Background: an optimization exercise with open tools, aiming at small area and a short achievable clock period. Do not read the settings as production practice.
The RTL was checked by simulation tests, not by an equivalence proof against the original design.

### design/flow/config.mk
export PLATFORM = sky130hd
export DESIGN_NAME = ctr_decoder
export DESIGN_NICKNAME = ctr_decoder
export VERILOG_FILES = /design/flow/design.v
export SDC_FILE = /design/flow/constraint.sdc
export NUM_CORES = 4
export LEC_CHECK = 0
export CAP_MARGIN = 20
export CORE_MARGIN = 2
export CORE_UTILIZATION = 40
export GPL_TIMING_DRIVEN = 1
export SLEW_MARGIN = 20
### design/flow/constraint.sdc
create_clock -name core_clock -period 18.0 [get_ports {clk}]
set_input_delay 3.6000 -clock core_clock [delete_from_list [all_inputs] [get_ports {clk}]]
set_output_delay 3.6000 -clock core_clock [all_outputs]
set_load 0.01 [all_outputs]
### design/flow/design.v
module ctr_decoder (
    input  wire        clk,
    input  wire        rst,
    input  wire        in_valid,
    input  wire [63:0] in_container,
    input  wire [35:0] in_addr,
    output wire        out_valid,
    output wire [1:0]  out_outcome,    
    output wire [47:0] out_data,
    output wire        out_poison,
    output wire [63:0] out_container,  
    output wire [6:0]  out_pos0,       
    output wire [6:0]  out_pos1,       
    output wire        out_p,          
    output wire [5:0]  out_s1,         
    output wire [5:0]  out_s3          
);
    function automatic [5:0] gf_mul(input [5:0] a, input [5:0] b);
        integer i;
        reg [6:0] aa;
        reg [5:0] r;
        begin
            aa = {1'b0, a};
            r  = 6'd0;
            for (i = 0; i < 6; i = i + 1) begin
                if (b[i]) r = r ^ aa[5:0];
                aa = aa << 1;
                if (aa[6]) aa = aa ^ 7'h43;
            end
            gf_mul = r;
        end
    endfunction
    localparam [383:0] T_INVCUBE = 384'ha0f148041636e58e765ab0d20d1fa85b3f8f345491ceb20dec323a17a5d638f4bba0e5eb619676ed1cd737a3be679040;
    function automatic [5:0] invcube(input [5:0] a);
        invcube = T_INVCUBE[a * 6 +: 6];
    endfunction
    localparam [383:0] T_GF_LOG = 384'heb9ed456af1dae75b27aef4aa37b25cf55cfbd17e22d9f85e13a5c9b1b49da4d0e42160449bc088cd80368730218103f;
    function automatic [5:0] gf_log(input [5:0] a);
        gf_log = T_GF_LOG[a * 6 +: 6];
    endfunction
    reg v_1;
    reg v_2;
    reg v_3;
    always @(posedge clk) begin
        if (rst) begin
            v_1 <= 1'b0;
            v_2 <= 1'b0;
            v_3 <= 1'b0;
        end else begin
            v_1 <= in_valid;
            v_2 <= v_1;
            v_3 <= v_2;
        end
    end
    assign out_valid = v_3;
    wire [63:0] c_0 = in_container;
    wire [0:0] tg_0 = {in_addr[0] ^ in_addr[1] ^ in_addr[2] ^ in_addr[3] ^ in_addr[4] ^ in_addr[5] ^ in_addr[6] ^ in_addr[7] ^ in_addr[8] ^ in_addr[9] ^ in_addr[10] ^ in_addr[11] ^ in_addr[12] ^ in_addr[13] ^ in_addr[14] ^ in_addr[15] ^ in_addr[16] ^ in_addr[17] ^ in_addr[18] ^ in_addr[19] ^ in_addr[20] ^ in_addr[21] ^ in_addr[22] ^ in_addr[23] ^ in_addr[24] ^ in_addr[25] ^ in_addr[26] ^ in_addr[27] ^ in_addr[28] ^ in_addr[29] ^ in_addr[30] ^ in_addr[31] ^ in_addr[32] ^ in_addr[33] ^ in_addr[34] ^ in_addr[35]};
    reg  [63:0] c_1;
    always @(posedge clk) c_1 <= c_0;
    reg  [0:0] tg_1;
    always @(posedge clk) tg_1 <= tg_0;
    wire [0:0] tag_1 = ^tg_1;
    wire [0:0] xn64_1 = c_1[7] ^ c_1[44];
    wire [0:0] xn65_1 = c_1[28] ^ c_1[43];
    wire [0:0] xn66_1 = c_1[16] ^ c_1[37];
    wire [0:0] xn67_1 = c_1[8] ^ c_1[47];
    wire [0:0] xn68_1 = c_1[45] ^ c_1[46];
    wire [0:0] xn69_1 = c_1[15] ^ c_1[36];
    wire [0:0] xn70_1 = c_1[27] ^ c_1[62];
    wire [0:0] xn71_1 = c_1[19] ^ c_1[40];
    wire [0:0] xn72_1 = c_1[5] ^ c_1[55];
    wire [0:0] xn73_1 = c_1[6] ^ c_1[42];
    wire [0:0] xn74_1 = c_1[18] ^ c_1[63];
    wire [0:0] xn75_1 = c_1[23] ^ c_1[26];
    wire [0:0] xn76_1 = c_1[29] ^ xn67_1;
    wire [0:0] xn77_1 = c_1[22] ^ xn65_1;
    wire [0:0] xn78_1 = c_1[2] ^ xn64_1;
    wire [0:0] xn79_1 = c_1[14] ^ c_1[35];
    wire [0:0] xn80_1 = c_1[9] ^ c_1[30];
    wire [0:0] xn81_1 = c_1[4] ^ c_1[54];
    wire [0:0] xn82_1 = c_1[10] ^ c_1[31];
    wire [0:0] xn83_1 = c_1[11] ^ c_1[32];
    wire [0:0] xn84_1 = c_1[24] ^ xn68_1;
    wire [0:0] xn85_1 = c_1[25] ^ xn69_1;
    wire [0:0] xn86_1 = c_1[39] ^ xn75_1;
    wire [0:0] xn87_1 = c_1[0] ^ xn73_1;
    wire [0:0] xn88_1 = c_1[58] ^ xn70_1;
    wire [0:0] xn89_1 = xn66_1 ^ xn76_1;
    wire [0:0] xn90_1 = c_1[1] ^ c_1[21];
    wire [0:0] xn91_1 = c_1[13] ^ c_1[34];
    wire [0:0] xn92_1 = c_1[3] ^ c_1[61];
    wire [0:0] xn93_1 = c_1[17] ^ c_1[38];
    wire [0:0] xn94_1 = c_1[41] ^ c_1[59];
    wire [0:0] xn95_1 = c_1[12] ^ c_1[33];
    wire [0:0] xn96_1 = xn72_1 ^ xn79_1;
    wire [0:0] xn97_1 = xn74_1 ^ xn82_1;
    wire [0:0] xn98_1 = xn71_1 ^ xn87_1;
    wire [0:0] xn99_1 = xn77_1 ^ xn78_1;
    wire [0:0] xn100_1 = xn88_1 ^ xn93_1;
    wire [0:0] xn101_1 = xn80_1 ^ xn91_1;
    wire [0:0] xn102_1 = c_1[20] ^ xn83_1;
    wire [0:0] xn103_1 = xn90_1 ^ xn94_1;
    wire [0:0] xn104_1 = c_1[56] ^ xn85_1;
    wire [0:0] xn105_1 = xn86_1 ^ xn102_1;
    wire [0:0] xn106_1 = xn84_1 ^ xn96_1;
    wire [0:0] xn107_1 = xn95_1 ^ xn97_1;
    wire [0:0] xn108_1 = c_1[51] ^ c_1[57];
    wire [0:0] xn109_1 = c_1[49] ^ xn81_1;
    wire [0:0] xn110_1 = c_1[53] ^ xn92_1;
    wire [0:0] xn111_1 = c_1[48] ^ c_1[50];
    wire [0:0] xn112_1 = c_1[26] ^ c_1[52];
    wire [0:0] xn113_1 = xn64_1 ^ xn65_1;
    wire [0:0] xn114_1 = c_1[57] ^ xn74_1;
    wire [0:0] xn115_1 = c_1[46] ^ xn81_1;
    wire [0:0] xn116_1 = xn101_1 ^ xn109_1;
    wire [0:0] xn117_1 = xn83_1 ^ xn101_1;
    wire [0:0] xn118_1 = xn84_1 ^ xn112_1;
    wire [0:0] xn119_1 = xn66_1 ^ xn103_1;
    wire [0:0] xn120_1 = xn108_1 ^ xn110_1;
    wire [0:0] xn121_1 = c_1[39] ^ xn77_1;
    wire [5:0] s1_1 = {(((((c_1[35] ^ c_1[5]) ^ xn110_1) ^ (xn97_1 ^ (xn67_1 ^ xn68_1))) ^ (((xn94_1 ^ (c_1[19] ^ c_1[25])) ^ xn100_1) ^ (xn117_1 ^ xn121_1)))), (((xn89_1 ^ (xn78_1 ^ (xn80_1 ^ (c_1[21] ^ c_1[34])))) ^ ((((c_1[40] ^ c_1[42]) ^ (c_1[4] ^ c_1[57])) ^ xn100_1) ^ (xn107_1 ^ xn118_1)))), (((((c_1[41] ^ c_1[62]) ^ xn113_1) ^ ((c_1[6] ^ xn108_1) ^ (xn68_1 ^ xn80_1))) ^ ((((c_1[17] ^ c_1[1]) ^ (c_1[33] ^ c_1[3])) ^ xn104_1) ^ (xn105_1 ^ xn89_1)))), (((xn99_1 ^ (xn76_1 ^ (c_1[50] ^ xn82_1))) ^ ((((c_1[16] ^ c_1[27]) ^ (c_1[32] ^ c_1[38])) ^ xn104_1) ^ (xn106_1 ^ xn98_1)))), (((xn116_1 ^ (xn103_1 ^ xn113_1)) ^ ((xn86_1 ^ (c_1[37] ^ xn73_1)) ^ (((c_1[15] ^ c_1[18]) ^ (c_1[27] ^ c_1[31])) ^ xn106_1)))), (((xn98_1 ^ (xn115_1 ^ (xn79_1 ^ (c_1[28] ^ c_1[29])))) ^ ((((c_1[36] ^ c_1[44]) ^ (c_1[47] ^ c_1[48])) ^ ((c_1[59] ^ c_1[61]) ^ (c_1[62] ^ c_1[9]))) ^ (xn105_1 ^ xn107_1))))};
    wire [5:0] s3_1 = {(((xn89_1 ^ xn99_1) ^ (((c_1[58] ^ c_1[61]) ^ xn96_1) ^ ((c_1[63] ^ xn71_1) ^ (xn75_1 ^ (c_1[1] ^ c_1[53])))))), (((((c_1[63] ^ c_1[8]) ^ (xn92_1 ^ xn95_1)) ^ (((c_1[20] ^ c_1[23]) ^ (c_1[24] ^ c_1[29])) ^ ((c_1[45] ^ c_1[51]) ^ (c_1[55] ^ c_1[56])))) ^ ((xn100_1 ^ xn119_1) ^ (xn98_1 ^ xn99_1)))), ((((xn78_1 ^ xn85_1) ^ (xn86_1 ^ xn106_1)) ^ ((xn107_1 ^ xn120_1) ^ (xn89_1 ^ (c_1[28] ^ xn109_1))))), (((xn121_1 ^ (xn114_1 ^ xn115_1)) ^ ((xn85_1 ^ xn87_1) ^ ((xn70_1 ^ xn90_1) ^ (xn91_1 ^ (c_1[52] ^ c_1[7])))))), ((((xn114_1 ^ xn88_1) ^ ((c_1[54] ^ xn69_1) ^ (xn72_1 ^ (c_1[47] ^ c_1[50])))) ^ ((xn105_1 ^ xn119_1) ^ (xn98_1 ^ xn99_1)))), (((((c_1[6] ^ xn111_1) ^ (xn71_1 ^ xn72_1)) ^ ((xn81_1 ^ xn92_1) ^ xn100_1)) ^ ((xn104_1 ^ xn117_1) ^ (xn118_1 ^ xn89_1))))};
    wire [0:0] p_1 = (((xn120_1 ^ xn89_1) ^ (xn98_1 ^ xn99_1)) ^ (((xn103_1 ^ (xn111_1 ^ (c_1[52] ^ c_1[60]))) ^ (xn100_1 ^ xn104_1)) ^ ((xn105_1 ^ xn106_1) ^ (xn107_1 ^ xn116_1))));
    wire [5:0] u_1 = invcube(s1_1);
    wire [5:0] d_1 = gf_mul(s3_1, u_1);
    reg  [63:0] c_2;
    always @(posedge clk) c_2 <= c_1;
    reg  [0:0] tag_2;
    always @(posedge clk) tag_2 <= tag_1;
    reg  [5:0] s1_2;
    always @(posedge clk) s1_2 <= s1_1;
    reg  [5:0] s3_2;
    always @(posedge clk) s3_2 <= s3_1;
    reg  [0:0] p_2;
    always @(posedge clk) p_2 <= p_1;
    reg  [5:0] d_2;
    always @(posedge clk) d_2 <= d_1;
    wire [0:0] s1z_2 = ~|s1_2;
    wire [0:0] s3z_2 = ~|s3_2;
    wire [0:0] d1_2 = (d_2 == 6'd1);
    wire [0:0] trd_2 = d_2[5];
    wire [5:0] z_2 = {(~d_2[0] ^ d_2[1] ^ d_2[2] ^ d_2[4]), (~d_2[0] ^ d_2[3]), (~d_2[0]), (d_2[1] ^ d_2[2] ^ d_2[3]), (~d_2[0] ^ d_2[1]), (1'b0)};
    wire [5:0] x1_2 = gf_mul(s1_2, z_2);
    wire [5:0] x2_2 = x1_2 ^ s1_2;
    wire [5:0] lg1_2 = gf_log(x1_2);
    wire [5:0] lg2_2 = gf_log(x2_2);
    wire [0:0] lt_2 = (lg1_2 < lg2_2);
    wire [5:0] mn_2 = lt_2 ? lg1_2 : lg2_2;
    wire [5:0] mx_2 = lt_2 ? lg2_2 : lg1_2;
    wire [62:0] f_2 = {((x1_2 == 6'd33) | (x2_2 == 6'd33)), ((x1_2 == 6'd49) | (x2_2 == 6'd49)), ((x1_2 == 6'd57) | (x2_2 == 6'd57)), ((x1_2 == 6'd61) | (x2_2 == 6'd61)), ((x1_2 == 6'd63) | (x2_2 == 6'd63)), ((x1_2 == 6'd62) | (x2_2 == 6'd62)), ((x1_2 == 6'd31) | (x2_2 == 6'd31)), ((x1_2 == 6'd46) | (x2_2 == 6'd46)), ((x1_2 == 6'd23) | (x2_2 == 6'd23)), ((x1_2 == 6'd42) | (x2_2 == 6'd42)), ((x1_2 == 6'd21) | (x2_2 == 6'd21)), ((x1_2 == 6'd43) | (x2_2 == 6'd43)), ((x1_2 == 6'd52) | (x2_2 == 6'd52)), ((x1_2 == 6'd26) | (x2_2 == 6'd26)), ((x1_2 == 6'd13) | (x2_2 == 6'd13)), ((x1_2 == 6'd39) | (x2_2 == 6'd39)), ((x1_2 == 6'd50) | (x2_2 == 6'd50)), ((x1_2 == 6'd25) | (x2_2 == 6'd25)), ((x1_2 == 6'd45) | (x2_2 == 6'd45)), ((x1_2 == 6'd55) | (x2_2 == 6'd55)), ((x1_2 == 6'd58) | (x2_2 == 6'd58)), ((x1_2 == 6'd29) | (x2_2 == 6'd29)), ((x1_2 == 6'd47) | (x2_2 == 6'd47)), ((x1_2 == 6'd54) | (x2_2 == 6'd54)), ((x1_2 == 6'd27) | (x2_2 == 6'd27)), ((x1_2 == 6'd44) | (x2_2 == 6'd44)), ((x1_2 == 6'd22) | (x2_2 == 6'd22)), ((x1_2 == 6'd11) | (x2_2 == 6'd11)), ((x1_2 == 6'd36) | (x2_2 == 6'd36)), ((x1_2 == 6'd18) | (x2_2 == 6'd18)), ((x1_2 == 6'd9) | (x2_2 == 6'd9)), ((x1_2 == 6'd37) | (x2_2 == 6'd37)), ((x1_2 == 6'd51) | (x2_2 == 6'd51)), ((x1_2 == 6'd56) | (x2_2 == 6'd56)), ((x1_2 == 6'd28) | (x2_2 == 6'd28)), ((x1_2 == 6'd14) | (x2_2 == 6'd14)), ((x1_2 == 6'd7) | (x2_2 == 6'd7)), ((x1_2 == 6'd34) | (x2_2 == 6'd34)), ((x1_2 == 6'd17) | (x2_2 == 6'd17)), ((x1_2 == 6'd41) | (x2_2 == 6'd41)), ((x1_2 == 6'd53) | (x2_2 == 6'd53)), ((x1_2 == 6'd59) | (x2_2 == 6'd59)), ((x1_2 == 6'd60) | (x2_2 == 6'd60)), ((x1_2 == 6'd30) | (x2_2 == 6'd30)), ((x1_2 == 6'd15) | (x2_2 == 6'd15)), ((x1_2 == 6'd38) | (x2_2 == 6'd38)), ((x1_2 == 6'd19) | (x2_2 == 6'd19)), ((x1_2 == 6'd40) | (x2_2 == 6'd40)), ((x1_2 == 6'd20) | (x2_2 == 6'd20)), ((x1_2 == 6'd10) | (x2_2 == 6'd10)), ((x1_2 == 6'd5) | (x2_2 == 6'd5)), ((x1_2 == 6'd35) | (x2_2 == 6'd35)), ((x1_2 == 6'd48) | (x2_2 == 6'd48)), ((x1_2 == 6'd24) | (x2_2 == 6'd24)), ((x1_2 == 6'd12) | (x2_2 == 6'd12)), ((x1_2 == 6'd6) | (x2_2 == 6'd6)), ((x1_2 == 6'd3) | (x2_2 == 6'd3)), ((x1_2 == 6'd32) | (x2_2 == 6'd32)), ((x1_2 == 6'd16) | (x2_2 == 6'd16)), ((x1_2 == 6'd8) | (x2_2 == 6'd8)), ((x1_2 == 6'd4) | (x2_2 == 6'd4)), ((x1_2 == 6'd2) | (x2_2 == 6'd2)), ((x1_2 == 6'd1) | (x2_2 == 6'd1))};
    wire [0:0] clean_2 = s1z_2 & s3z_2 & ~p_2;
    wire [0:0] qonly_2 = s1z_2 & s3z_2 & p_2;
    wire [0:0] single_2 = d1_2;
    wire [0:0] dbl_2 = ~s1z_2 & ~d1_2 & ~p_2 & ~trd_2;
    wire [0:0] good_2 = s1z_2 & s3z_2 | d1_2 | dbl_2;
    wire [0:0] fq_2 = qonly_2 | d1_2 & ~p_2;
    wire [0:0] addr_2 = good_2 & (c_2[61] ^ f_2[62] ^ tag_2);
    wire [0:0] ok_2 = good_2 & ~addr_2;
    wire [11:0] sv_2 = {(s3_2[5] ^ c_2[63] ^ c_2[61] ^ tag_2), (s3_2[4] ^ ~c_2[62] ^ c_2[63] ^ c_2[61] ^ tag_2), (s3_2[3] ^ c_2[63] ^ c_2[61] ^ tag_2), (s3_2[2] ^ ~c_2[62] ^ c_2[63]), (s3_2[1] ^ ~c_2[62] ^ c_2[63]), (s3_2[0] ^ ~c_2[62] ^ c_2[61] ^ tag_2), (s1_2[5] ^ ~c_2[62] ^ c_2[63] ^ c_2[61] ^ tag_2), (s1_2[4] ^ ~c_2[62] ^ c_2[63]), (s1_2[3] ^ ~c_2[62]), (s1_2[2]), (s1_2[1]), (s1_2[0] ^ ~c_2[62] ^ c_2[63] ^ c_2[61] ^ tag_2)};
    wire [11:0] k_2 = {(sv_2[1] ^ sv_2[2] ^ sv_2[4] ^ sv_2[7] ^ sv_2[8] ^ sv_2[9] ^ sv_2[10] ^ sv_2[11]), (sv_2[0] ^ sv_2[1] ^ sv_2[3] ^ sv_2[5] ^ sv_2[6] ^ sv_2[7] ^ sv_2[8] ^ sv_2[9]), (sv_2[0] ^ sv_2[1] ^ sv_2[6] ^ sv_2[7] ^ sv_2[8] ^ sv_2[9] ^ sv_2[10] ^ sv_2[11]), (sv_2[0] ^ sv_2[6] ^ sv_2[7] ^ sv_2[8]), (sv_2[1] ^ sv_2[2] ^ sv_2[4] ^ sv_2[5] ^ sv_2[7] ^ sv_2[8] ^ sv_2[9] ^ sv_2[10]), (sv_2[0] ^ sv_2[1] ^ sv_2[3] ^ sv_2[4] ^ sv_2[5] ^ sv_2[6] ^ sv_2[7] ^ sv_2[9]), (sv_2[0] ^ sv_2[2] ^ sv_2[3] ^ sv_2[4] ^ sv_2[6] ^ sv_2[10] ^ sv_2[11]), (sv_2[3] ^ sv_2[4] ^ sv_2[5] ^ sv_2[10] ^ sv_2[11]), (sv_2[1] ^ sv_2[3] ^ sv_2[9] ^ sv_2[10] ^ sv_2[11]), (sv_2[0] ^ sv_2[1] ^ sv_2[4] ^ sv_2[5] ^ sv_2[6] ^ sv_2[9] ^ sv_2[10]), (sv_2[0] ^ sv_2[3] ^ sv_2[4] ^ sv_2[6] ^ sv_2[7] ^ sv_2[9] ^ sv_2[11]), (sv_2[2] ^ sv_2[3] ^ sv_2[5] ^ sv_2[6] ^ sv_2[8] ^ sv_2[10] ^ sv_2[11])};
    wire [0:0] qnew_2 = ~(p_2 ^ c_2[62] ^ c_2[63] ^ c_2[61] ^ c_2[60] ^ tag_2 ^ (^k_2));
    wire [63:0] oc_2 = {(ok_2 & (c_2[63] ^ f_2[61])), (~ok_2 | c_2[62] ^ f_2[60]), (tag_2), (ok_2 ? c_2[60] ^ fq_2 : qnew_2), (c_2[59] ^ (ok_2 ? f_2[11] : k_2[11])), (c_2[58] ^ (ok_2 ? f_2[10] : k_2[10])), (c_2[57] ^ (ok_2 ? f_2[9] : k_2[9])), (c_2[56] ^ (ok_2 ? f_2[8] : k_2[8])), (c_2[55] ^ (ok_2 ? f_2[7] : k_2[7])), (c_2[54] ^ (ok_2 ? f_2[6] : k_2[6])), (c_2[53] ^ (ok_2 ? f_2[5] : k_2[5])), (c_2[52] ^ (ok_2 ? f_2[4] : k_2[4])), (c_2[51] ^ (ok_2 ? f_2[3] : k_2[3])), (c_2[50] ^ (ok_2 ? f_2[2] : k_2[2])), (c_2[49] ^ (ok_2 ? f_2[1] : k_2[1])), (c_2[48] ^ (ok_2 ? f_2[0] : k_2[0])), (c_2[47] ^ (ok_2 & f_2[59])), (c_2[46] ^ (ok_2 & f_2[58])), (c_2[45] ^ (ok_2 & f_2[57])), (c_2[44] ^ (ok_2 & f_2[56])), (c_2[43] ^ (ok_2 & f_2[55])), (c_2[42] ^ (ok_2 & f_2[54])), (c_2[41] ^ (ok_2 & f_2[53])), (c_2[40] ^ (ok_2 & f_2[52])), (c_2[39] ^ (ok_2 & f_2[51])), (c_2[38] ^ (ok_2 & f_2[50])), (c_2[37] ^ (ok_2 & f_2[49])), (c_2[36] ^ (ok_2 & f_2[48])), (c_2[35] ^ (ok_2 & f_2[47])), (c_2[34] ^ (ok_2 & f_2[46])), (c_2[33] ^ (ok_2 & f_2[45])), (c_2[32] ^ (ok_2 & f_2[44])), (c_2[31] ^ (ok_2 & f_2[43])), (c_2[30] ^ (ok_2 & f_2[42])), (c_2[29] ^ (ok_2 & f_2[41])), (c_2[28] ^ (ok_2 & f_2[40])), (c_2[27] ^ (ok_2 & f_2[39])), (c_2[26] ^ (ok_2 & f_2[38])), (c_2[25] ^ (ok_2 & f_2[37])), (c_2[24] ^ (ok_2 & f_2[36])), (c_2[23] ^ (ok_2 & f_2[35])), (c_2[22] ^ (ok_2 & f_2[34])), (c_2[21] ^ (ok_2 & f_2[33])), (c_2[20] ^ (ok_2 & f_2[32])), (c_2[19] ^ (ok_2 & f_2[31])), (c_2[18] ^ (ok_2 & f_2[30])), (c_2[17] ^ (ok_2 & f_2[29])), (c_2[16] ^ (ok_2 & f_2[28])), (c_2[15] ^ (ok_2 & f_2[27])), (c_2[14] ^ (ok_2 & f_2[26])), (c_2[13] ^ (ok_2 & f_2[25])), (c_2[12] ^ (ok_2 & f_2[24])), (c_2[11] ^ (ok_2 & f_2[23])), (c_2[10] ^ (ok_2 & f_2[22])), (c_2[9] ^ (ok_2 & f_2[21])), (c_2[8] ^ (ok_2 & f_2[20])), (c_2[7] ^ (ok_2 & f_2[19])), (c_2[6] ^ (ok_2 & f_2[18])), (c_2[5] ^ (ok_2 & f_2[17])), (c_2[4] ^ (ok_2 & f_2[16])), (c_2[3] ^ (ok_2 & f_2[15])), (c_2[2] ^ (ok_2 & f_2[14])), (c_2[1] ^ (ok_2 & f_2[13])), (c_2[0] ^ (ok_2 & f_2[12]))};
    wire [1:0] ooc_2 = {~ok_2, good_2 & (~clean_2 | addr_2)};
    wire [0:0] none0_2 = ~good_2 | clean_2;
    wire [0:0] none1_2 = ~good_2 | clean_2 | p_2;
    wire [6:0] opos0_2 = {none0_2, mn_2 | {6{none0_2}}};
    wire [6:0] opos1_2 = {none1_2, mx_2 | {6{none1_2}}};
    wire [0:0] op_2 = p_2;
    wire [5:0] os1_2 = s1_2;
    wire [5:0] os3_2 = s3_2;
    reg  [63:0] oc_3;
    always @(posedge clk) oc_3 <= oc_2;
    reg  [1:0] ooc_3;
    always @(posedge clk) ooc_3 <= ooc_2;
    reg  [6:0] opos0_3;
    always @(posedge clk) opos0_3 <= opos0_2;
    reg  [6:0] opos1_3;
    always @(posedge clk) opos1_3 <= opos1_2;
    reg  [0:0] op_3;
    always @(posedge clk) op_3 <= op_2;
    reg  [5:0] os1_3;
    always @(posedge clk) os1_3 <= os1_2;
    reg  [5:0] os3_3;
    always @(posedge clk) os3_3 <= os3_2;
    assign out_outcome = ooc_3;
    assign out_container = oc_3;
    assign out_pos0 = opos0_3;
    assign out_pos1 = opos1_3;
    assign out_p = op_3;
    assign out_s1 = os1_3;
    assign out_s3 = os3_3;
    assign out_data = oc_3[47:0];
    assign out_poison = oc_3[62];
endmodule
### design/flow/flow/run.sh
#!/bin/bash
# The standard layout (standard synthesis, floorplan, placement, CTS, routing), with:
# - the post-CTS and post-global-route timing repair aiming for a setup slack of 13 ns
#   at the design's 18 ns clock, so the resizer works on the design's real critical paths;
bash standard.sh SETUP_SLACK_MARGIN=13 "BUFFER_PORTS_ARGS=-buffer_cell sky130_fd_sc_hd__buf_1" finish > standard.log 2>&1
### design/flow/standard.sh
#!/bin/bash
# synth_recipe.tcl (not shown) runs the flow's synth.tcl, then flattens the netlist and writes it again
# the make line also repeats each setting of config.mk as NAME=value (left out here)
make -C /OpenROAD-flow-scripts/flow DESIGN_CONFIG=/design/flow/config.mk WORK_HOME=/design/flow/orfs CLKGATE_MAP_FILE= SYNTH_SCRIPT=/design/flow/synth_recipe.tcl "${@:-finish}"
==> results.json, run 1 <==
{
  "fp.coreArea_um2": 33300,
  "num-nets-final": 1731,
  "area_growth_pct": 15.8,
  "cp_cell_sequence": "xnor3_1 > xnor2_2 > xnor3_1 > xnor3_2 > inv_1 > ha_1 > inv_1 > mux4_1 > nand2_1 > o31ai_1 > a21bo_2 > nand3_1 > nand3_1 > a21oi_1 > xnor2_1 > xnor2_1",
  "setup-violations-final": 0,
  "dpl.hpwl_um": 29200,
  "fin_setup_tns_ns": 0,
  "yosys_warnings": 1,
  "status": "finished clean",
  "syn_nets": 1547,
  "clock_skew_ns": 0.0298,
  "dpl_worst_slack_ns": 12.14,
  "relSlewSlack_pct": 33.9,
  "drc": 0,
  "critPathKind": "reg2reg",
  "wl_um": 38100,
  "synth.distinct_cells": 81,
  "floorplan.initialDensity_pct": 40.4,
  "cts-root-buf": "clkbuf_16",
  "grt_setup_unrepaired": "no",
  "min_period_over_period_pct": 26.5,
  "grt_pass1_wl_um": 57500,
  "drtAntennaViolNets": 0,
  "drive_gt1_share_pct": 10.5,
  "mostFrequentLayoutCells": "276 x xnor2_1, 245 x buf_1, 236 x dfxtp_1",
  "start_kind": "flop",
  "critical_path.max_stage_delay_ns": 0.54,
  "clock_sinks": 245,
  "fp.dieW_um": 187,
  "yosys-top-cells-area": "dfxtp_1 37%, xnor2_1 18%, nand2_1 5.7%, xor2_1 3.9%, xnor3_1 3.4%",
  "syn_avg_cell_area_um2": 9.48,
  "cts_tree": "yes",
  "gp_congestion": 0.922,
  "viasPerCell": 5.06,
  "yosysTopAreaCellShare_pct": 36.5,
  "first_global_vias": 9800,
  "worstPathRequired_ns": 18.44,
  "wl_per_cell_um": 18.4,
  "ios": 246,
  "maxCapViolCount": 0,
  "cts_buffers": 26,
  "ctsHoldBuffers": 0,
  "die_h_um": 187,
  "row_count": 67,
  "yosysSeqAreaShare_pct": 36.5,
  "tightest_slew_ns": 0.989,
  "cp_max_fo": 13,
  "overflow": 0,
  "ys.flop_type": "dfxtp_1",
  "via_count": 10500,
  "cp.arrival_ns": 5.21,
  "drt_iter0_markers": 934,
  "h-tree-depth": 1,
  "clock.fmax_mhz": 209,
  "min_period_ns": 4.78,
  "synth_edf_count": 0,
  "firstDrtPassIters": 6,
  "clockBufferDepth": 3,
  "holdCritPathClass": "reg2reg",
  "r2r_slack_ns": 13.22,
  "io_buffers": 245,
  "worst_slack_ns": 13.22,
  "clk_pin_slew_ns": 0.06,
  "dieArea_um2": 35100,
  "netlist_instances": 1417,
  "syn_area_um2": 13400,
  "final_common_cell": "xnor2_1",
  "slew_violations": 0,
  "synth_top_cell_by_area": "dfxtp_1",
  "grt_usage_pct": 21.1,
  "synthArstFlopShare_pct": 0,
  "grt_start_max_net_pins": 75,
  "hold_viol_final": 0,
  "crit_path_end_kind": "flop",
  "ys_ff_latch": 245,
  "clock_latency_ns": 0.56,
  "slowest_stage": "xnor3_2",
  "antenna_found_initial": 1
}
==> final cells by class <==
cell class	instances	area, um2
Clock inverter	18	168
Inverter	32	121
Clock buffer	30	696
Antenna cell	1	2.50
Tap cell	448	561
Fill cell	3207	17700
Multi-Input combinational cell	1021	7940
Timing Repair Buffer	275	1160
Sequential cell	245	4920
==> cells in the mapped netlist, types with 10 or more instances <==
| library cell | n |
|---|---|
| xnor2_1 | 280 |
| mux2i_1 | 11 |
| xor2_1 | 60 |
| a211oi_1 | 10 |
| mux2_4 | 10 |
| buf_4 | 53 |
| nand2_1 | 203 |
| a21oi_1 | 49 |
| o21ai_0 | 38 |
| o211ai_1 | 14 |
| ha_1 | 27 |
| nor3_1 | 12 |
| o22ai_1 | 61 |
| buf_2 | 15 |
| nor2_1 | 60 |
| nand3_1 | 21 |
| dfxtp_1 | 245 |
| xnor3_1 | 20 |
| clkbuf_1 | 37 |
| nand2b_1 | 16 |
| inv_1 | 29 |
==> cells by family (layout without fill, tap and decap cells) <==
family / after synthesis / count (layout) / share of synthesized area, %
fa+ha+maj: 27 / 27 / 2.51
simple gates: 345 / 345 / 11.2
flops: 245 / 245 / 36.5
buf+inv: 152 / 355 / 6.35
xor+xnor: 382 / 383 / 29.2
compound gates: 241 / 241 / 11.8
mux: 25 / 25 / 2.38
other cells: 0 / 1 / 0
==> final timing paths <==
| path | startpoint | end | cells after the start |
|---|---|---|---|
| worst min-delay path | tg_1$_DFF_P_ | tag_2$_DFF_P_ | 0 |
| worst max-delay path | c_1[6]$_DFF_P_ | d_2[1]$_DFF_P_ | 16 |
| worst min register to register | tg_1$_DFF_P_ | tag_2$_DFF_P_ | 0 |
| worst max register to register | c_1[6]$_DFF_P_ | d_2[1]$_DFF_P_ | 16 |
==> what timing repair did <==
item,in CTS,in global routing
resized for setup,30,24
buffers inserted,8,8
gates cloned,0,1
setup endpoints to repair,24,24
pin swaps,4,9
==> metrics by stage <==
stage / hold slack (ns) / cell area, um2 / cells / utilization, %
5_1_grt: 0.346 / 15600 / 2069 / 46.8
3_5_place_dp: 0.318 / 14300 / 2004 / 43.1
3_3_place_gp: 0.311 / 14300 / 2002 / 43.0
2_1_floorplan: 0.310 / 13500 / 1417 / -
6_report: 0.333 / 15600 / 2070 / 46.8
4_1_cts: 0.335 / 15400 / 2060 / 46.2
==> flip-flops by register name, summed over array words and instances (netlist names) <==
register / flops
oc_3: 64
op_3: 1
opos1_3: 7
v_1: 1
os1_3: 6
os3_3: 6
c_2: 64
tag_2: 1
s1_2: 6
v_3: 1
tg_1: 1
c_1: 64
opos0_3: 7
d_2: 6
s3_2: 6
v_2: 1
ooc_3: 2
p_2: 1
==> layer usage <==
metal	global-route usage, %	vias up	wire, um
met5	0	-	0
met3	3.66	64	2790
met1	29.3	4892	16800
met4	5.49	0	1020
li1	-	5075	-
met2	34.0	438	17500
==> worst max-delay path, delay by kind of cell, from the launching register on <==
kind / cells / cell delay [ns]
xor gates and xnor gates: 6 / 2.14
adders and majority gates: 1 / 0.27
and+or+nand+nor: 3 / 0.26
DFF: 1 / 0.50
buffers and inverters: 2 / 0.34
muxes: 1 / 0.48
AOI/OAI and AO/OA: 3 / 0.64
==> run 2, diff against run 1 <==
--- a/design/flow/config.mk
+++ b/design/flow/config.mk
@@ -8,5 +8,4 @@
 export CAP_MARGIN = 20
 export CORE_MARGIN = 2
 export CORE_UTILIZATION = 40
-export GPL_TIMING_DRIVEN = 1
 export SLEW_MARGIN = 20
==> run 2 against run 1 <==
Still clean on timing, DRC and antenna. Via count unchanged. Non-clock buffer count unchanged. Synthesized cell count unchanged. Sequential share of layout area unchanged. Maximum frequency unchanged. Final cell count unchanged.
==> results.json, run 2 <==
{
  "status": "finished clean",
  "floorplan.initialDensity_pct": 40.4,
  "start_kind": "flop",
  "dpl_cell_area_um2": 14300,
  "viasPerCell": 5.06,
  "worst-path-stages": 16,
  "ff_latch_area_um2": 4920,
  "syn_avg_cell_area_um2": 9.48,
  "yosys-top-cells-area": "dfxtp_1 37%, xnor2_1 18%, nand2_1 5.7%, xor2_1 3.9%, xnor3_1 3.4%",
  "grt_usage_pct": 21.1,
  "h-tree-depth": 1,
  "synth-simple-area-share_pct": 11.2,
  "hold_depth": 0,
  "num-nets-final": 1731,
  "dpl.hpwl_um": 29200,
  "ctsHoldBuffers": 0,
  "cts_buffers": 26,
  "ys_ff_latch": 245,
  "critical-path-top-delay-family": "XOR/XNOR gates",
  "startpoint": "c_1[6]$_DFF_P_",
  "clock_latency_ns": 0.56,
  "wl_per_cell_um": 18.4,
  "synth.distinct_cells": 81,
  "clockBufferDepth": 3,
  "wl_um": 38100,
  "synth_compound_area_share_pct": 11.8,
  "multiInputGateArea_um2": 7940,
  "area_growth_pct": 15.8,
  "hold_viol_final": 0,
  "grt_pass1_wl_um": 57500,
  "synth_top_cell_by_area": "dfxtp_1",
  "fp.dieW_um": 187,
  "setup-violations-final": 0,
  "fin_setup_tns_ns": 0,
  "slowest_stage": "xnor3_2",
  "overflow": 0,
  "synth-xor-area-share_pct": 29.2,
  "placed_cells": 2004,
  "tightest_slew_ns": 0.989,
  "grt_setup_unrepaired": "no",
  "worstHoldStart": "tg_1$_DFF_P_",
  "relSlewSlack_pct": 33.9,
  "cp_cell_sequence": "xnor3_1 > xnor2_2 > xnor3_1 > xnor3_2 > inv_1 > ha_1 > inv_1 > mux4_1 > nand2_1 > o31ai_1 > a21bo_2 > nand3_1 > nand3_1 > a21oi_1 > xnor2_1 > xnor2_1",
  "via_count": 10500,
  "mostFrequentLayoutCells": "276 x xnor2_1, 245 x buf_1, 236 x dfxtp_1",
  "synthArstFlopShare_pct": 0,
  "synth.cells.most_frequent": "280 x xnor2_1, 245 x dfxtp_1, 203 x nand2_1",
  "drive_gt1_share_pct": 10.5,
  "min_period_ns": 4.78,
  "clock.fmax_mhz": 209,
  "cp.arrival_ns": 5.21,
  "nFillCells": 3207,
  "first_global_vias": 9800,
  "syn_area_um2": 13400,
  "dieArea_um2": 35100,
  "firstDrtPassIters": 6,
  "synthMostInstantiatedCell": "xnor2_1",
  "dpl_worst_slack_ns": 12.14,
  "yosysSeqAreaShare_pct": 36.5,
  "clk_pin_slew_ns": 0.06,
  "grt_start_max_net_pins": 75,
  "reg2reg_from": "c_1[6]$_DFF_P_",
  "stdcell_area_um2": 15600,
  "die_h_um": 187,
  "syn_nets": 1547,
  "clock_sinks": 245,
  "io_buffers": 245,
  "ys.flop_type": "dfxtp_1",
  "cts_tree": "yes",
  "synthMuxAreaShare_pct": 2.38,
  "crit_buf_inv": 2,
  "final_cells": 2070,
  "synth_fa_ha_area_share_pct": 2.51,
  "drt_iter0_markers": 934,
  "drtAntennaViolNets": 0,
  "critical_path.max_stage_delay_ns": 0.54,
  "worstPathRequired_ns": 18.44,
  "antenna_found_initial": 1,
  "yosys_warnings": 1,
  "holdCritPathClass": "reg2reg",
  "synth_top_family_by_area": "XOR/XNOR gates",
  "fp.coreArea_um2": 33300,
  "gp_congestion": 0.922,
  "crit_path_end_kind": "flop",
  "yosysTopAreaCellShare_pct": 36.5,
  "maxCapViolCount": 0,
  "drc": 0,
  "cp_max_fo": 13,
  "cts-root-buf": "clkbuf_16",
  "min_period_over_period_pct": 26.5,
  "reg2reg_depth": 16,
  "netlist_instances": 1417,
  "critPathKind": "reg2reg",
  "final_common_cell": "xnor2_1",
  "slew_violations": 0,
  "row_count": 67,
  "synth_edf_count": 0,
  "clock_skew_ns": 0.0298,
  "reg.largest.list": "c_1 (64), c_2 (64), oc_3 (64)",
  "worst_slack_ns": 13.22,
  "ios": 246
}
==> run 2: cell counts in the layout (fill, tap and decap cells not counted) <==
No cell type changed its count.
==> run 2: logic make-up after synthesis <==
kind of cell / count (synthesis)
buf+inv: 152
flops: 245
compound gates: 241
mux: 25
fa+ha+maj: 27
simple gates: 345
xor+xnor: 382
==> run 2: what timing repair did <==
action,4_1_cts,5_1_grt
resized for setup,30,24
setup buffers,8,8
gates cloned,0,1
hold endpoints to repair,0,0
pin swaps,4,9
setup endpoints to repair,24,24
==> run 2: cell type report <==
class                   count  area share [%]
multi-input cells        1021            51.0
clock buffers              30            4.47
flip-flops and latches    245            31.6
repair buffers            275            7.43
clock inverters            18            1.08
inverters                  32           0.780
diodes                      1          0.0161
well taps                 448            3.60
==> run 2: routing by layer <==
| metal | up-vias | wire, um | global-route usage, % |
|---|---|---|---|
| met3 | 64 | 2790 | 3.66 |
| li1 | 5075 | - | - |
| met4 | 0 | 1020 | 5.49 |
| met2 | 438 | 17500 | 34.0 |
| met5 | - | 0 | 0 |
| met1 | 4892 | 16800 | 29.3 |
==> run 2: final timing paths <==
| check | slack, ns | to |
|---|---|---|
| setup / recovery | 13.22 | d_2[1]$_DFF_P_ |
| hold / removal | 0.33 | tag_2$_DFF_P_ |
| setup reg to reg | 13.22 | d_2[1]$_DFF_P_ |
| hold reg to reg | 0.33 | tag_2$_DFF_P_ |
==> run 2: through the flow <==
| stage | hold slack (ns) | utilization [%] |
|---|---|---|
| final | 0.333 | 46.8 |
| after global routing | 0.346 | 46.8 |
| after CTS | 0.335 | 46.2 |
| after detailed placement | 0.318 | 43.1 |
| after global placement | 0.311 | 43.0 |
| after floorplan | 0.310 | - |
==> run 3, diff against run 2 <==
==> design/flow/flow/run.sh (replaced) <==
#!/bin/bash
# The standard layout (standard synthesis, floorplan, placement, CTS, routing), with:
# - the post-CTS and post-global-route timing repair aiming for a setup slack of 12.7 ns
#   at the design's 18 ns clock, so the resizer works on the design's real critical paths;
bash standard.sh SETUP_SLACK_MARGIN=12.7 "BUFFER_PORTS_ARGS=-buffer_cell sky130_fd_sc_hd__buf_1" finish > standard.log 2>&1
==> run 3 against run 2 <==
Via count rose by 0.64%. Final area fell by 0.68%. Register-to-register slack worse by 0.29 ns. Still clean. Synthesized cell count unchanged. Non-clock buffer count is 8 lower. Clock skew down 0.019 ns. Sequential share of layout area increased by 0.18 points. Clock-buffer cell count rose by 6. Setup slack got worse by 0.29 ns.
==> results.json, run 3 <==
{
  "synth_compound_area_share_pct": 11.8,
  "cp.arrival_ns": 5.49,
  "area_growth_pct": 15.0,
  "yosysSeqAreaShare_pct": 36.5,
  "num-nets-final": 1723,
  "r2r-end": "opos0_3[5]$_DFF_P_",
  "drt_iter0_markers": 792,
  "crit_path_end_kind": "flop",
  "tightest_slew_ns": 1.12,
  "slew_violations": 0,
  "floorplan.initialDensity_pct": 40.4,
  "grt_usage_pct": 21.3,
  "synth_top_cell_by_area": "dfxtp_1",
  "antenna_found_initial": 0,
  "mostFrequentLayoutCells": "278 x xnor2_1, 245 x buf_1, 238 x dfxtp_1",
  "firstDrtPassIters": 7,
  "setup-violations-final": 0,
  "clock_skew_ns": 0.0108,
  "top_layer_used": "met4",
  "synthArstFlopShare_pct": 0,
  "n_antenna_cell": 0,
  "wl_per_cell_um": 18.8,
  "viasPerCell": 5.11,
  "reg2reg_from": "s1_2[4]$_DFF_P_",
  "status": "finished clean",
  "via_count": 10500,
  "min_period_over_period_pct": 28.1,
  "clk_pin_slew_ns": 0.06,
  "io_buffers": 245,
  "clockBufferDepth": 3,
  "worstHoldStart": "tg_1$_DFF_P_",
  "netlist_instances": 1417,
  "grt_setup_unrepaired": "yes",
  "dr_wl_met2_um": 17800,
  "r2r_slack_ns": 12.93,
  "syn_avg_cell_area_um2": 9.48,
  "cts_buffers": 27,
  "grt_start_max_net_pins": 75,
  "row_count": 67,
  "wl_um": 38800,
  "drtAntennaViolNets": 0,
  "synth_edf_count": 0,
  "cp_max_fo": 24,
  "start_kind": "flop",
  "gp_congestion": 0.902,
  "hold_end": "tag_2$_DFF_P_",
  "ys_ff_latch": 245,
  "worst_slack_ns": 12.93,
  "synth_top_family_by_area": "XOR/XNOR gates",
  "grt_pass1_wl_um": 58100,
  "hold_depth": 0,
  "synth.cells.most_frequent": "280 x xnor2_1, 245 x dfxtp_1, 203 x nand2_1",
  "yosys_warnings": 1,
  "synthMuxAreaShare_pct": 2.38,
  "wirelength_met1_um": 17500,
  "dpl.hpwl_um": 29500,
  "yosysTopAreaCellShare_pct": 36.5,
  "yosys-top-cells-area": "dfxtp_1 37%, xnor2_1 18%, nand2_1 5.7%, xor2_1 3.9%, xnor3_1 3.4%",
  "drc": 0,
  "maxCapViolCount": 0,
  "relSlewSlack_pct": 25.1,
  "synth-xor-area-share_pct": 29.2,
  "first_global_vias": 9881,
  "clock.fmax_mhz": 197,
  "holdCritPathClass": "reg2reg",
  "synthMostInstantiatedCell": "xnor2_1",
  "fp.coreArea_um2": 33300,
  "dpl_worst_slack_ns": 11.75,
  "critPathKind": "reg2reg",
  "synth_fa_ha_area_share_pct": 2.51,
  "synth.distinct_cells": 81,
  "synth-simple-area-share_pct": 11.2,
  "fp.dieW_um": 187,
  "clock_sinks": 245,
  "syn_area_um2": 13400,
  "ios": 246,
  "dr_wl_met3_um": 2570,
  "h-tree-depth": 1,
  "reg.largest.list": "c_1 (64), c_2 (64), oc_3 (64)",
  "hold_viol_final": 0,
  "worstPathRequired_ns": 18.42,
  "final_common_cell": "xnor2_1",
  "fin_setup_tns_ns": 0,
  "cts-root-buf": "clkbuf_16",
  "overflow": 0,
  "syn_nets": 1547,
  "drive_gt1_share_pct": 8.93,
  "dieArea_um2": 35100,
  "utilization_pct": 46.4,
  "ys.flop_type": "dfxtp_1",
  "min_period_ns": 5.07,
  "reg2reg_depth": 20,
  "die_h_um": 187,
  "clock_latency_ns": 0.53,
  "cts_tree": "yes"
}
## run 3: changes by cell type in the layout (fill, tap and decap cells not counted), sizes merged
| cell | change |
|---|---|
| diode | -1 |
| xnor2 | -1 |
| clkbuf | +6 |
| buf | -8 |
| clkinv | -8 |
| bufinv | +2 |
| clkinvlp | +1 |
| inv | -1 |
## run 3: kinds of logic (layout without fill, tap and decap cells)
family,count (synthesis),after routing
compound gates,241,241
xor+xnor,382,382
fa+ha+maj,27,27
buf+inv,152,347
flops,245,245
mux,25,25
simple gates,345,345
## run 3: per-layer routing
metal  track usage, %  vias up
met5                0        -
met4             5.01        0
met3             2.53       56
met2             34.7      448
met1             30.0     4973
li1                 -     5059
## run 3: worst max-delay path: stages, from the launching register on
cell and delay [ns]:
dfxtp_4 0.44, inv_1 0.12, ha_2 0.40, o21ai_0 0.13
a22oi_2 0.26, xor2_2 0.28, xor2_2 0.19, buf_8 0.21
xnor2_1 0.13, buf_4 0.26, nor2_4 0.10, nor2_1 0.24
or2_2 0.17, a31oi_1 0.08, nor4_1 0.62, ha_1 0.34
o31ai_1 0.07, a21oi_1 0.15, a211oi_4 0.19, buf_4 0.20
mux2_2 0.33
## run 3: worst max-delay path by stage
stage	startpoint	endpoint	slack, ns	cells past startpoint
floorplan	d_2[1]$_DFF_P_	opos0_3[0]$_DFF_P_	12.75	22
global placement	d_2[0]$_DFF_P_	opos1_3[5]$_DFF_P_	11.55	20
detailed placement	d_2[0]$_DFF_P_	opos0_3[5]$_DFF_P_	11.75	18
CTS	s1_2[4]$_DFF_P_	opos0_3[3]$_DFF_P_	12.71	20
global route	d_2[1]$_DFF_P_	opos1_3[5]$_DFF_P_	12.69	20
finish	s1_2[4]$_DFF_P_	opos0_3[5]$_DFF_P_	12.93	20
## run 3: area by class of cell
class	instances	area (um2)
Inverter	32	121
Timing Repair Buffer	267	1090
Clock buffer	36	779
Sequential cell	245	4920
Fill cell	3248	17800
Clock inverter	12	158
Tap cell	448	561
Multi-Input combinational cell	1020	7830
## run 3: through the flow
step / hold WS, ns / instances / instance area (um2)
floorplan: 0.310 / 1417 / 13400
detailed placement: 0.319 / 2002 / 14300
global route: 0.345 / 2060 / 15500
CTS: 0.334 / 2054 / 15300
finish: 0.330 / 2060 / 15500
global placement: 0.310 / 2002 / 14300
## run 3: timing repair
| item | in CTS | in global routing |
|---|---|---|
| pin swaps | 2 | 3 |
| setup buffers | 4 | 6 |
| resized for setup | 11 | 24 |
| hold buffers | 0 | 0 |
| endpoints found under the setup margin | 20 | 15 |
==> run 4, diff against run 3 <==
==> design/flow/flow/run.sh (replaced) <==
#!/bin/bash
bash standard.sh SETUP_SLACK_MARGIN=13 finish > standard.log 2>&1
==> run 4 against run 3 <==
Still clean. Maximum frequency increased by 2.0%. Core utilization rose by 4.7 points. Non-clock buffer count increased by 11. Final area increased by 10%. First-iteration DRC count is 3.0% higher. Die area did not move. Critical path depth shrank 19. Synthesized cell count unchanged. Clock skew increased by 0.0067 ns. Largest cell class unchanged.
==> results.json, run 4 <==
{
  "wl_per_cell_um": 19.3,
  "synthArstFlopShare_pct": 0,
  "overflow": 0,
  "holdCritPathClass": "reg2reg",
  "wl_um": 40000,
  "start_kind": "flop",
  "clk_pin_slew_ns": 0.07,
  "firstDrtPassIters": 8,
  "dpl.hpwl_um": 30600,
  "cp_max_fo": 1,
  "critical_path.max_stage_delay_ns": 0.52,
  "reg2reg_from": "c_1[6]$_DFF_P_",
  "num-nets-final": 1734,
  "h-tree-depth": 1,
  "row_count": 67,
  "ys_ff_latch": 245,
  "worst_slack_ns": 13.03,
  "placed_cells": 2002,
  "synthMostInstantiatedCell": "xnor2_1",
  "min_period_over_period_pct": 27.6,
  "grt_setup_unrepaired": "no",
  "viasPerCell": 5.04,
  "fp.coreArea_um2": 33300,
  "maxCapViolCount": 0,
  "clock_skew_ns": 0.0175,
  "n_antenna_cell": 0,
  "yosysSeqAreaShare_pct": 36.5,
  "final_common_cell": "xnor2_1",
  "critPathKind": "reg2out",
  "cts_tree": "yes",
  "die_h_um": 187,
  "synth_top_cell_by_area": "dfxtp_1",
  "drive_gt1_share_pct": 10.4,
  "fp.dieW_um": 187,
  "area_growth_pct": 26.6,
  "grt_pass1_wl_um": 60000,
  "cts_buffers": 26,
  "worstPathRequired_ns": 14.40,
  "yosys_warnings": 1,
  "crit_path_end_kind": "output pin",
  "tightest_slew_ns": 0.971,
  "clock.fmax_mhz": 201,
  "dieArea_um2": 35100,
  "setup-violations-final": 0,
  "ctsHoldBuffers": 0,
  "reg.largest.list": "c_1 (64), c_2 (64), oc_3 (64)",
  "io_buffers": 245,
  "netlist_instances": 1417,
  "clock_latency_ns": 0.56,
  "min_period_ns": 4.97,
  "status": "finished clean",
  "fin_setup_tns_ns": 0,
  "via_count": 10400,
  "utilization_pct": 51.1,
  "syn_area_um2": 13400,
  "dpl_worst_slack_ns": 12.10,
  "cp_cell_sequence": "clkdlybuf4s50_1",
  "antenna_found_initial": 2,
  "final_cells": 2071,
  "clock_sinks": 245,
  "synth_edf_count": 0,
  "relSlewSlack_pct": 35.0,
  "gp_congestion": 0.917,
  "critical-path-top-delay-family": "buffers and inverters",
  "worstHoldStart": "tg_1$_DFF_P_",
  "mostFrequentLayoutCells": "277 x xnor2_1, 236 x dfxtp_1, 198 x nand2_1",
  "syn_avg_cell_area_um2": 9.48,
  "slowest_stage": "clkdlybuf4s50_1",
  "first_global_vias": 9910,
  "cts-root-buf": "clkbuf_16",
  "synth.distinct_cells": 81,
  "crit_buf_inv": 1,
  "grt_start_max_net_pins": 75,
  "syn_nets": 1547,
  "ios": 246,
  "grt_usage_pct": 22.1,
  "startpoint": "opos1_3[2]$_DFF_P_",
  "yosys-top-cells-area": "dfxtp_1 37%, xnor2_1 18%, nand2_1 5.7%, xor2_1 3.9%, xnor3_1 3.4%",
  "cp.arrival_ns": 1.37,
  "hold_viol_final": 0,
  "drtAntennaViolNets": 0,
  "drc": 0,
  "drt_iter0_markers": 816,
  "clockBufferDepth": 3,
  "ys.flop_type": "dfxtp_1",
  "yosysTopAreaCellShare_pct": 36.5,
  "synth.cells.most_frequent": "280 x xnor2_1, 245 x dfxtp_1, 203 x nand2_1",
  "floorplan.initialDensity_pct": 40.4,
  "slew_violations": 0
}
==> run 4: timing repair <==
| item | CTS | global route |
|---|---|---|
| setup endpoints to repair | 153 | 33 |
| hold endpoints to repair | 0 | 0 |
| pin swaps | 6 | 7 |
| gates resized for setup | 163 | 37 |
| setup buffers | 13 | 8 |
| gates cloned | 0 | 1 |
==> run 4: area by class of cell <==
type | instances | area (um2)
clock buffer | 34 | 721
clock inverter | 13 | 168
fill | 3213 | 16300
inverter | 32 | 125
multi-input combinational | 1021 | 7930
sequential | 245 | 4930
tap | 448 | 561
timing repair buffer | 278 | 2580
==> run 4: worst paths after layout <==
kind | cells after the start | end | slack (ns)
worst max-delay path | 1 | out_pos1[2] | 13.03
worst min-delay path | 0 | tag_2$_DFF_P_ | 0.34
worst max register to register | 16 | d_2[1]$_DFF_P_ | 13.20
worst min register to register | 0 | tag_2$_DFF_P_ | 0.34
==> run 4: cell families (layout without fill, tap and decap cells) <==
group | count (synthesis) | after routing | synth area share (%)
AOI/OAI and AO/OA | 241 | 241 | 11.8
xor gates and xnor gates | 382 | 383 | 29.2
adders and majority gates | 27 | 27 | 2.51
buffers and inverters | 152 | 357 | 6.35
DFF | 245 | 245 | 36.5
muxes | 25 | 25 | 2.38
and+or+nand+nor | 345 | 345 | 11.2
==> run 4: routing by layer <==
layer | global-route usage [%] | up-vias | part of all wire, %
met5 | 0 | - | 0
met4 | 4.43 | 0 | 1.5
met3 | 2.98 | 44 | 7.3
met2 | 36.4 | 409 | 46
met1 | 31.0 | 4926 | 45
li1 | - | 5067 | -
==> run 4: metrics by stage <==
step / hold WS, ns / area [um2]
floorplan: 0.310 / 13500
global placement: 0.311 / 15900
detailed placement: 0.315 / 15900
CTS: 0.339 / 16800
global route: 0.351 / 17000
finish: 0.338 / 17000
==> run 5, diff against run 4 <==
==> design/flow/flow/run.sh (replaced) <==
#!/bin/bash
bash standard.sh SETUP_SLACK_MARGIN=13.3 finish > standard.log 2>&1
==> run 5 against run 4 <==
Clock skew shrank 0.0057 ns. Die area is the same. Sequential share of layout area shrank 0.46 points. Global-route usage grew 0.34 points. Final area grew 2.6%. Core utilization grew 1.3 points. Critical endpoint is now out_container[29]. Highest routed layer unchanged. Final cell count grew 2.7%. First-iteration DRC count shrank 3.4%. Synthesized area is the same. Wire length grew 2.7%. Register-to-register slack gained 0.16 ns. Clock-buffer cell count grew 1.
==> results.json, run 5 <==
{
  "cts-root-buf": "clkbuf_16",
  "fp.dieW_um": 187,
  "relSlewSlack_pct": 34.5,
  "final_common_cell": "xnor2_1",
  "crit_buf_inv": 1,
  "maxCapViolCount": 0,
  "reg.largest.list": "c_1 (64), c_2 (64), oc_3 (64)",
  "hold_depth": 0,
  "slew_violations": 0,
  "floorplan.initialDensity_pct": 40.4,
  "gp_congestion": 0.922,
  "mostFrequentLayoutCells": "268 x xnor2_1, 204 x dfxtp_1, 195 x nand2_1",
  "worstHoldStart": "tg_1$_DFF_P_",
  "wl_per_cell_um": 19.3,
  "dpl_worst_slack_ns": 11.86,
  "synth_edf_count": 0,
  "cts_buffers": 27,
  "synthMostInstantiatedCell": "xnor2_1",
  "drc": 0,
  "hold_end": "tag_2$_DFF_P_",
  "firstDrtPassIters": 5,
  "min_period_over_period_pct": 26.0,
  "num-nets-final": 1790,
  "critical-path-top-delay-family": "flip-flops",
  "overflow": 0,
  "wl_um": 41100,
  "critPathKind": "reg2out",
  "antenna_found_initial": 0,
  "ys.flop_type": "dfxtp_1",
  "ios": 246,
  "viasPerCell": 5.09,
  "grt_pass1_wl_um": 61100,
  "clock_skew_ns": 0.0117,
  "min_period_ns": 4.68,
  "netlist_instances": 1417,
  "holdCritPathClass": "reg2reg",
  "yosys_warnings": 1,
  "cts_tree": "yes",
  "dpl.hpwl_um": 30400,
  "synth.cells.most_frequent": "280 x xnor2_1, 245 x dfxtp_1, 203 x nand2_1",
  "start_kind": "flop",
  "worst_slack_ns": 13.32,
  "cp_max_fo": 2,
  "grt_setup_unrepaired": "yes",
  "ff_latch_area_um2": 4970,
  "grt_start_max_net_pins": 75,
  "syn_nets": 1547,
  "io_buffers": 245,
  "status": "finished clean",
  "clock_sinks": 245,
  "hold_viol_final": 0,
  "setup-violations-final": 0,
  "multiInputGateArea_um2": 8280,
  "yosysSeqAreaShare_pct": 36.5,
  "slowest_stage": "dfxtp_1",
  "synth.distinct_cells": 81,
  "syn_area_um2": 13400,
  "cp_cell_sequence": "buf_2",
  "area_growth_pct": 29.8,
  "reg2reg_depth": 20,
  "grt_usage_pct": 22.4,
  "dieArea_um2": 35100,
  "yosysTopAreaCellShare_pct": 36.5,
  "ctsHoldBuffers": 0,
  "clock.fmax_mhz": 214,
  "worstPathRequired_ns": 14.40,
  "r2r-end": "opos0_3[5]$_DFF_P_",
  "nFillCells": 3114,
  "clk_pin_slew_ns": 0.06,
  "syn_avg_cell_area_um2": 9.48,
  "synthArstFlopShare_pct": 0,
  "tightest_slew_ns": 0.980,
  "clock_latency_ns": 0.54,
  "first_global_vias": 10300,
  "row_count": 67,
  "drive_gt1_share_pct": 25.6,
  "yosys-top-cells-area": "dfxtp_1 37%, xnor2_1 18%, nand2_1 5.7%, xor2_1 3.9%, xnor3_1 3.4%",
  "cp.arrival_ns": 1.08,
  "die_h_um": 187,
  "fin_setup_tns_ns": 0,
  "r2r_slack_ns": 13.36,
  "fp.coreArea_um2": 33300,
  "reg2reg_from": "s1_2[4]$_DFF_P_",
  "drt_iter0_markers": 788,
  "h-tree-depth": 1,
  "via_count": 10800,
  "ys_ff_latch": 245,
  "crit_path_end_kind": "output pin",
  "n_antenna_cell": 0,
  "synth_top_cell_by_area": "dfxtp_1",
  "critical_path.max_stage_delay_ns": 0.36,
  "clockBufferDepth": 3,
  "drtAntennaViolNets": 0
}
-- run 5: cell counts after synthesis --
Identical to the previous run, type by type.
-- run 5: worst max path at each step --
stage	start	end	slack [ns]	cells after the start
2_1_floorplan	d_2[1]$_DFF_P_	opos0_3[0]$_DFF_P_	13.30	23
3_3_place_gp	s1_2[4]$_DFF_P_	opos0_3[5]$_DFF_P_	11.69	20
3_5_place_dp	s1_2[4]$_DFF_P_	opos0_3[1]$_DFF_P_	11.86	21
4_1_cts	oc_3[27]$_DFF_P_	out_data[27]	13.23	1
5_1_grt	s1_2[4]$_DFF_P_	opos0_3[3]$_DFF_P_	13.20	21
6_report	oc_3[29]$_DFF_P_	out_container[29]	13.32	1
-- run 5: cell families after synthesis --
| group | after synthesis | synth area share [%] |
|---|---|---|
| buffers and inverters | 152 | 6.35 |
| AND/OR/NAND/NOR | 345 | 11.2 |
| AO/OA/AOI/OAI | 241 | 11.8 |
| flip-flops | 245 | 36.5 |
| multiplexers | 25 | 2.38 |
| adder cells (fa/ha/maj) | 27 | 2.51 |
| XOR/XNOR | 382 | 29.2 |
-- run 5: cell type report --
class / instances / share of cell area [%]
flip-flops and latches: 245 / 28.5
inverters: 32 / 0.782
well taps: 448 / 3.21
clock buffers: 35 / 4.33
repair buffers: 333 / 14.7
clock inverters: 12 / 1.01
multi-input cells: 1021 / 47.4
-- run 5: per-stage QoR --
step	util [%]	instances	cell area [um2]	hold slack (ns)
floorplan	-	1417	13500	0.310
global placement	47.7	2002	15900	0.310
detailed placement	47.7	2003	15900	0.315
CTS	51.4	2087	17100	0.328
global route	52.4	2126	17400	0.330
finish	52.4	2126	17400	0.328
-- run 5: timing repair --
action / CTS / global route
endpoints found under the setup margin: 225 / 69
buffers inserted: 35 / 39
pin swaps: 18 / 30
resized for setup: 593 / 101
gates cloned: 2 / 0
-- run 5: per-layer routing --
layer / up-vias / GRT usage [%] / wire length (um)
li1: 5187 / - / -
met1: 5102 / 30.5 / 17900
met2: 451 / 36.3 / 19000
met3: 77 / 3.81 / 2860
met4: 0 / 7.11 / 1380
met5: - / 0 / 0
==> run 6, diff against run 5 <==
==> design/flow/flow/run.sh (replaced) <==
#!/bin/bash
set -e
cp -r "$FLOW_HOME/scripts" scripts_synth
cp flow/abc_map.script scripts_synth/abc_speed.script
bash standard.sh SCRIPTS_DIR="$PWD/scripts_synth" synth > synth.log 2>&1
bash standard.sh SETUP_SLACK_MARGIN=13 "BUFFER_PORTS_ARGS=-buffer_cell sky130_fd_sc_hd__buf_1" finish > standard.log 2>&1
==> design/flow/flow/abc_map.script (new file) <==
&get -n
&st
&dch
&nf
&st
&syn2
&if -g -K 6
&synch2
&nf
&st
&syn2
&if -g -K 6
&synch2
&nf
&st
&dch -f
&nf -R 1000
&put
topo
stime -c
==> run 6 against run 5 <==
Register-to-register slack worse by 0.13 ns. Wire length down 6.9%. Synthesized area down 8.1%. Via count down 4.3%. Clock-buffer cell count down 9. Hold slack better by 0.00066 ns.
==> results.json, run 6 <==
{
  "reg.largest.list": "c_1 (64), c_2 (64), oc_3 (64)",
  "relSlewSlack_pct": 28.0,
  "clk_pin_slew_ns": 0.06,
  "critPathKind": "reg2reg",
  "min_period_over_period_pct": 26.5,
  "synth.distinct_cells": 44,
  "setup-violations-final": 0,
  "netlist_instances": 1344,
  "grt_pass1_wl_um": 58000,
  "grt_start_max_net_pins": 74,
  "fin_setup_tns_ns": 0,
  "final_cells": 2036,
  "syn_nets": 1474,
  "status": "finished clean",
  "synth.cells.most_frequent": "320 x xnor2_1, 245 x dfxtp_1, 188 x nand2_1",
  "holdCritPathClass": "reg2reg",
  "worstPathRequired_ns": 18.41,
  "cts-root-buf": "clkbuf_16",
  "row_count": 64,
  "via_count": 10400,
  "fp.dieW_um": 180,
  "ctsHoldBuffers": 0,
  "dpl.hpwl_um": 28800,
  "final_common_cell": "xnor2_1",
  "synthMostInstantiatedCell": "xnor2_1",
  "crit_path_end_kind": "flop",
  "syn_area_um2": 12400,
  "fp.coreArea_um2": 30500,
  "h-tree-depth": 1,
  "ys_ff_latch": 245,
  "cts_buffers": 25,
  "hold_slack_ns": 0.328,
  "drt_iter0_markers": 889,
  "area_growth_pct": 23.7,
  "yosys_warnings": 1,
  "mostFrequentLayoutCells": "301 x xnor2_1, 245 x buf_1, 237 x dfxtp_1",
  "antenna_found_initial": 2,
  "die_h_um": 180,
  "ys.flop_type": "dfxtp_1",
  "yosys-top-cells-area": "dfxtp_1 40%, xnor2_1 23%, xor2_1 6.7%, nand2_1 5.7%, o22ai_1 3.1%",
  "ios": 246,
  "cts_tree": "yes",
  "drive_gt1_share_pct": 10.6,
  "hold_depth": 0,
  "drc": 0,
  "cp_max_fo": 7,
  "yosysSeqAreaShare_pct": 39.7,
  "synth_edf_count": 0,
  "overflow": 0,
  "start_kind": "flop",
  "clock_skew_ns": 0.0129,
  "clock_latency_ns": 0.55,
  "slew_violations": 0,
  "hold_viol_final": 0,
  "grt_usage_pct": 22.7,
  "grt_setup_unrepaired": "yes",
  "synth_top_cell_by_area": "dfxtp_1",
  "first_global_vias": 9902,
  "dieArea_um2": 32300,
  "viasPerCell": 5.08,
  "min_period_ns": 4.77,
  "clockBufferDepth": 3,
  "maxCapViolCount": 0
}
run 6: cell count changes after synthesis, sizes merged, moves of 12 or more:
cell    delta
buf       -31
clkbuf    -40
clkinv    +31
inv       -31
mux2      -12
nand2     -17
o21ai     +14
xnor2     +38
xnor3     -26
xor2      +28
run 6: through the flow:
step           area (um2)  worst slack [ns]  util (%)
2_1_floorplan       12500             13.05         -
3_3_place_gp        13700             12.02      44.7
3_5_place_dp        13700             11.94      44.7
4_1_cts             14900             12.99      48.8
5_1_grt             15300             12.99      50.1
6_report            15300             13.23      50.1
run 6: layout make-up:
class | instances | area, um2
fillers | 2894 | 15200
well taps | 396 | 495
diodes | 2 | 5.00
flip-flops and latches | 245 | 4920
multi-input cells | 1020 | 7500
clock inverters | 20 | 267
inverters | 32 | 138
clock buffers | 26 | 639
repair buffers | 295 | 1320
run 6: final timing paths:
kind                                       from                  to  slack, ns
worst max register to register  s1_2[4]$_DFF_P_  opos1_3[0]$_DFF_P_      13.23
worst min register to register     tg_1$_DFF_P_       tag_2$_DFF_P_       0.33
worst max-delay path            s1_2[4]$_DFF_P_  opos1_3[0]$_DFF_P_      13.23
worst min-delay path               tg_1$_DFF_P_       tag_2$_DFF_P_       0.33
run 6: worst max-delay path: stages (launching register included):
cell	delay [ns]
dfxtp_4	0.40
clkinv_1	0.15
ha_4	0.30
or3_1	0.38
a21oi_1	0.14
a21oi_1	0.08
xor2_2	0.25
xor2_4	0.20
buf_12	0.14
xnor2_4	0.11
buf_4	0.16
or3_4	0.38
nand2_1	0.08
a211oi_1	0.05
nor3_1	0.28
o21ai_2	0.14
inv_2	0.08
ha_1	0.24
a21o_1	0.16
a21oi_1	0.12
o21ai_1	0.12
a21oi_4	0.19
buf_4	0.17
mux2i_1	0.20
nand2_1	0.08
run 6: logic make-up (layout without fill, tap and decap cells):
group | after synthesis | in the layout | share of synthesized area (%)
buffers and inverters | 81 | 373 | 3.95
DFF | 245 | 245 | 39.7
muxes | 11 | 11 | 1.00
xor gates and xnor gates | 414 | 416 | 29.4
AOI/OAI and AO/OA | 237 | 237 | 11.9
other | 0 | 2 | 0
adders and majority gates | 27 | 27 | 2.73
and+or+nand+nor | 329 | 329 | 11.3
run 6: routing by layer:
metal,track usage [%],share of wire [%]
met2,37.3,46
met1,31.5,45
met3,2.80,6.6
met4,6.28,2.4
met5,0,0
run 6: timing repair:
| action | in CTS | in global routing |
|---|---|---|
| endpoints found under the hold margin | 0 | 0 |
| buffers inserted | 16 | 19 |
| gates resized for setup | 38 | 53 |
| setup endpoints to repair | 79 | 29 |
| gates cloned | 2 | 0 |
| pin swaps | 9 | 10 |

[afterwards: timing with drivers on the ports]
How much do the figures lean on ideal ports? The routed layouts below were timed once more, with nothing changed but the port constraints. Step 1: set_driving_cell puts a clkbuf_16 on clk and a buf_2 on each other input, an assumption about the parent block. Step 2 adds t to the input delays and takes it off the output delays; t is the mean of the earliest and latest rising clock arrival at the registers after step 1. Input paths then give back, and output paths get back, about the clock's delay inside the block. Slacks: ideal ports / drivers / drivers and shift; pairs: ideal ports / drivers.
run | t (ns) | slack for setup (ns) | worst data-port slew with drivers (ns)
run 1 | 0.595 | 13.225 / 13.225 / 13.225 | 0.04
run 2 | 0.595 | 13.225 / 13.225 / 13.225 | 0.04
run 3 | 0.579 | 12.934 / 12.934 / 12.934 | 0.04
run 4 | 0.598 | 13.034 / 12.981 / 12.919 | 0.07
run 5 | 0.590 | 13.318 / 13.267 / 12.898 | 0.05
run 6 | 0.591 | 13.232 / 13.195 / 13.232 | 0.04
After both steps every run listed still meets setup and hold. For run 5, which loses most, drivers alone change the setup slack by -0.051 ns; drivers and shift together by -0.420 ns.
